Context: an optimization exercise on an open-source flow, tuned for small area, a short achievable clock period and few clock cycles. The choices shown serve that exercise and are no tape-out recipe.
In this exercise RTL edits were held to simulation tests only and were not proved equivalent to the original.
No activity file was given, so power comes from the tool's default toggle rates.

== job 101 ==
// dsp_exec
module dsp_exec (
    input  wire        clk,
    input  wire        rst,         
    input  wire        in_valid,
    output wire        in_ready,
    input  wire [35:0] in_insn,
    output reg         out_valid,
    input  wire        out_ready,
    output reg  [31:0] out_d,
    output reg  [39:0] out_acc,
    output reg  [15:0] out_st
);
Size in the first run: roughly 840 flip-flops, roughly 130 I/O pins, ~57000 um^2 of cells after synthesis.
clock: 17.0 ns
lec_check: 0
cap_margin: 20
core_margin: 2
core_utilization: 55
place_density: 0.68
setup_slack_margin: 0.5
slew_margin: 20
standard.sh (not shown) runs the stock make flow with config.mk's settings and CLKGATE_MAP_FILE= SYNTH_SCRIPT=/design/flow/synth_recipe.tcl, a recipe that flattens the netlist after the stock synthesis.
==> flow/flow/run.sh <==
#!/bin/bash
# Standard ORFS layout (the standard.sh) with two changes to how it is made:
#  - setup repair aims for slack well beyond the 17 ns clock (SETUP_SLACK_MARGIN
#    raised), so repair_timing works the paths down to about 5.4 ns;
#  - the port buffers are buf_2 cells (resizable buf family) instead of the
#    default delay-buffer cell, which MATCH_CELL_FOOTPRINT keeps from resizing.
# Clock, constraints and every other step are unchanged.  Make's output goes to
# flow_make.log; ORFS writes each step's log under orfs/logs.
set -euo pipefail
MARGIN=${MARGIN:-11.6}
bash standard.sh SETUP_SLACK_MARGIN=$MARGIN "BUFFER_PORTS_ARGS=-buffer_cell sky130_fd_sc_hd__buf_2" finish > flow_make.log 2>&1
Testbench counts of job 101, summed over its fixed seeds: cycles 32,773.
Relative to job 101, the following input files were edited for job 102:
--- a/flow/design.v
+++ b/flow/design.v
@@ -89,50 +89,51 @@
             dec[27] = (o == OP_STA) || (o == OP_STAP) || (o == OP_SHA) ||
                       (o == OP_ADDA) || (o == OP_SUBA);                       
             dec[28] = (o == OP_MAC) || (o == OP_MSU) || (o == OP_ADDA) || (o == OP_SUBA);  
             dec[29] = (o == OP_MPY) || (o == OP_MAC) || (o == OP_MSU) || (o == OP_CLRA) ||
                       (o == OP_SHA) || (o == OP_LDAC) || (o == OP_ADDA) || (o == OP_SUBA);  
             dec[30] = (o == OP_SHA) && b5;                                     
         end
     endfunction
     wire [NF-1:0] nx_f = dec(nx_op, nx_insn[5]);
     reg  [NF-1:0] ir_f;
-    wire is_ldi    = ir_f[0];
-    wire is_mov    = ir_f[1];
-    wire is_mvr    = ir_f[2];
-    wire is_ldsi   = ir_f[3];
-    wire is_addsub = ir_f[4];
+    wire [NF-1:0] fdec = dec(op, ir[5]);
+    wire is_ldi    = fdec[0];
+    wire is_mov    = fdec[1];
+    wire is_mvr    = fdec[2];
+    wire is_ldsi   = fdec[3];
+    wire is_addsub = fdec[4];
     wire dosub     = ir_f[5];
-    wire is_log    = ir_f[6];
-    wire is_limm   = ir_f[7];
-    wire is_and    = ir_f[8];
-    wire is_or     = ir_f[9];
+    wire is_log    = fdec[6];
+    wire is_limm   = fdec[7];
+    wire is_and    = fdec[8];
+    wire is_or     = fdec[9];
     wire is_shl    = ir_f[10];
     wire is_asr    = ir_f[11];
     wire is_sh16   = ir_f[12];
-    wire is_par    = ir_f[13];
-    wire is_a32    = ir_f[14];
+    wire is_par    = fdec[13];
+    wire is_a32    = fdec[14];
     wire is_mul    = ir_f[15];
     wire is_msu    = ir_f[16];
-    wire is_clra   = ir_f[17];
-    wire is_sha    = ir_f[18];
-    wire is_sta    = ir_f[19];
-    wire is_stap   = ir_f[20];
-    wire is_ldac   = ir_f[21];
-    wire is_adda   = ir_f[22];
-    wire is_suba   = ir_f[23];
+    wire is_clra   = fdec[17];
+    wire is_sha    = fdec[18];
+    wire is_sta    = fdec[19];
+    wire is_stap   = fdec[20];
+    wire is_ldac   = fdec[21];
+    wire is_adda   = fdec[22];
+    wire is_suba   = fdec[23];
     wire sha_left  = ir_f[24];
-    wire is_cmp    = ir_f[25];
+    wire is_cmp    = fdec[25];
     wire is_addi   = ir_f[26];
     wire rd_acc1   = ir_f[27];
-    wire use_x     = ir_f[28];
-    wire wr_acc    = ir_f[29];
+    wire use_x     = fdec[28];
+    wire wr_acc    = fdec[29];
     wire sha_right = ir_f[30];
     reg [7:0]  sa_lo, sa_hi, sb_lo, sb_hi;
     reg [31:0] pa, pb;
     integer k;
     always @(*) begin
         pa = 32'd0;
         pb = 32'd0;
         for (k = 0; k < 8; k = k + 1) begin
             pa[15:0]  = pa[15:0]  | ({16{sa_lo[k]}} & dreg[2*k]);
             pa[31:16] = pa[31:16] | ({16{sa_hi[k]}} & dreg[2*k+1]);
--- outcome ---
Compared with job 101, in job 102 power after layout fell 8.6%, sequential cell area fell 1.7%, detailed router's first-iteration violation count fell 2.4%.
| final standard cell area without fillers | job 102 vs job 101 | 4.3% higher |
NOTE number of flops mapped to enable cells by yosys job 101->job 102 decreased slightly
Job 102 vs job 101: global-route usage up in job 102
Going from job 101 to job 102, number of global-route vias before repair grew by a few percent.
When job 102 is measured against job 101, its share of cell area taken by multi-input logic gates turns out 0.50 points lower.
Run comparison: job 102 start point of the critical path sb_lo[2]; job 101 start point of the critical path ap_sel[2]
Testbench counts of job 102, summed over its fixed seeds: cycles 32,773.

---

Starting RTL as in the previous note.
Settings: LEC_CHECK=0, ABC_AREA=1, CAP_MARGIN=20, CORE_MARGIN=2, CORE_UTILIZATION=55, PLACE_DENSITY=0.68, SETUP_SLACK_MARGIN=0.5, SLEW_MARGIN=20; clock period 17.0 ns.
Scripts as last shown in full above: flow/flow/run.sh
Testbench counts at the start, summed over its fixed seeds: cycles 32,773.
Next try:
--- a/flow/design.v
+++ b/flow/design.v
@@ -89,50 +89,51 @@
             dec[27] = (o == OP_STA) || (o == OP_STAP) || (o == OP_SHA) ||
                       (o == OP_ADDA) || (o == OP_SUBA);                       
             dec[28] = (o == OP_MAC) || (o == OP_MSU) || (o == OP_ADDA) || (o == OP_SUBA);  
             dec[29] = (o == OP_MPY) || (o == OP_MAC) || (o == OP_MSU) || (o == OP_CLRA) ||
                       (o == OP_SHA) || (o == OP_LDAC) || (o == OP_ADDA) || (o == OP_SUBA);  
             dec[30] = (o == OP_SHA) && b5;                                     
         end
     endfunction
     wire [NF-1:0] nx_f = dec(nx_op, nx_insn[5]);
     reg  [NF-1:0] ir_f;
-    wire is_ldi    = ir_f[0];
-    wire is_mov    = ir_f[1];
-    wire is_mvr    = ir_f[2];
-    wire is_ldsi   = ir_f[3];
-    wire is_addsub = ir_f[4];
+    wire [NF-1:0] fdec = dec(op, ir[5]);
+    wire is_ldi    = fdec[0];
+    wire is_mov    = fdec[1];
+    wire is_mvr    = fdec[2];
+    wire is_ldsi   = fdec[3];
+    wire is_addsub = fdec[4];
     wire dosub     = ir_f[5];
-    wire is_log    = ir_f[6];
-    wire is_limm   = ir_f[7];
-    wire is_and    = ir_f[8];
-    wire is_or     = ir_f[9];
+    wire is_log    = fdec[6];
+    wire is_limm   = fdec[7];
+    wire is_and    = fdec[8];
+    wire is_or     = fdec[9];
     wire is_shl    = ir_f[10];
     wire is_asr    = ir_f[11];
     wire is_sh16   = ir_f[12];
-    wire is_par    = ir_f[13];
-    wire is_a32    = ir_f[14];
+    wire is_par    = fdec[13];
+    wire is_a32    = fdec[14];
     wire is_mul    = ir_f[15];
     wire is_msu    = ir_f[16];
-    wire is_clra   = ir_f[17];
-    wire is_sha    = ir_f[18];
-    wire is_sta    = ir_f[19];
-    wire is_stap   = ir_f[20];
-    wire is_ldac   = ir_f[21];
-    wire is_adda   = ir_f[22];
-    wire is_suba   = ir_f[23];
+    wire is_clra   = fdec[17];
+    wire is_sha    = fdec[18];
+    wire is_sta    = fdec[19];
+    wire is_stap   = fdec[20];
+    wire is_ldac   = fdec[21];
+    wire is_adda   = fdec[22];
+    wire is_suba   = fdec[23];
     wire sha_left  = ir_f[24];
-    wire is_cmp    = ir_f[25];
+    wire is_cmp    = fdec[25];
     wire is_addi   = ir_f[26];
     wire rd_acc1   = ir_f[27];
-    wire use_x     = ir_f[28];
-    wire wr_acc    = ir_f[29];
+    wire use_x     = fdec[28];
+    wire wr_acc    = fdec[29];
     wire sha_right = ir_f[30];
     reg [7:0]  sa_lo, sa_hi, sb_lo, sb_hi;
     reg [31:0] pa, pb;
     integer k;
     always @(*) begin
         pa = 32'd0;
         pb = 32'd0;
         for (k = 0; k < 8; k = k + 1) begin
             pa[15:0]  = pa[15:0]  | ({16{sa_lo[k]}} & dreg[2*k]);
             pa[31:16] = pa[31:16] | ({16{sa_hi[k]}} & dreg[2*k+1]);
The changed run went through all stages and came out clean.
Count of clock-buffer cells in the layout falls by 2.
Via count falls slightly.
Maximum frequency falls slightly.
Non-clock buffer count falls by 4.
Synthesized cell count is about the same.
Wire length falls slightly.
Hold slack is better by 0.0096 ns.
First-iteration DRC count falls by a few percent.
Global-route usage falls by 0.25 points.
Design area falls slightly.
Testbench counts after the change, summed over its fixed seeds: cycles 32,773.

## re-timing with driven ports
In the flow no input, the clock included, has a driving cell. The finished layouts below were timed again as built, in two steps. Step 1 sets driving cells, clkbuf_16 on the clock port and buf_2 on the other inputs (assumed; they add their load-dependent delay and slew). Step 2 moves the port delays by t, midway between the first and last clock arrival at a register: inputs arrive t later, outputs are due t later. That takes back most of the time a late clock gives input paths. Three values: ideal ports, drivers, drivers and shift; two values: the first two.
run	t, ns	slack for setup (ns)	worst slew at a driven data input, ns
job 101	0.756	11.504 / 11.504 / 10.966	0.07
job 102	0.784	11.149 / 11.149 / 10.736	0.06
the first run of note 2	0.790	11.566 / 11.566 / 10.943	0.04
the second run of note 2	0.773	11.514 / 11.514 / 11.015	0.09
After both steps setup and hold are still met in every run listed. The setup slack of the first run of note 2, which loses most, moves by 0.000 ns with the drivers and by -0.623 ns with both steps.
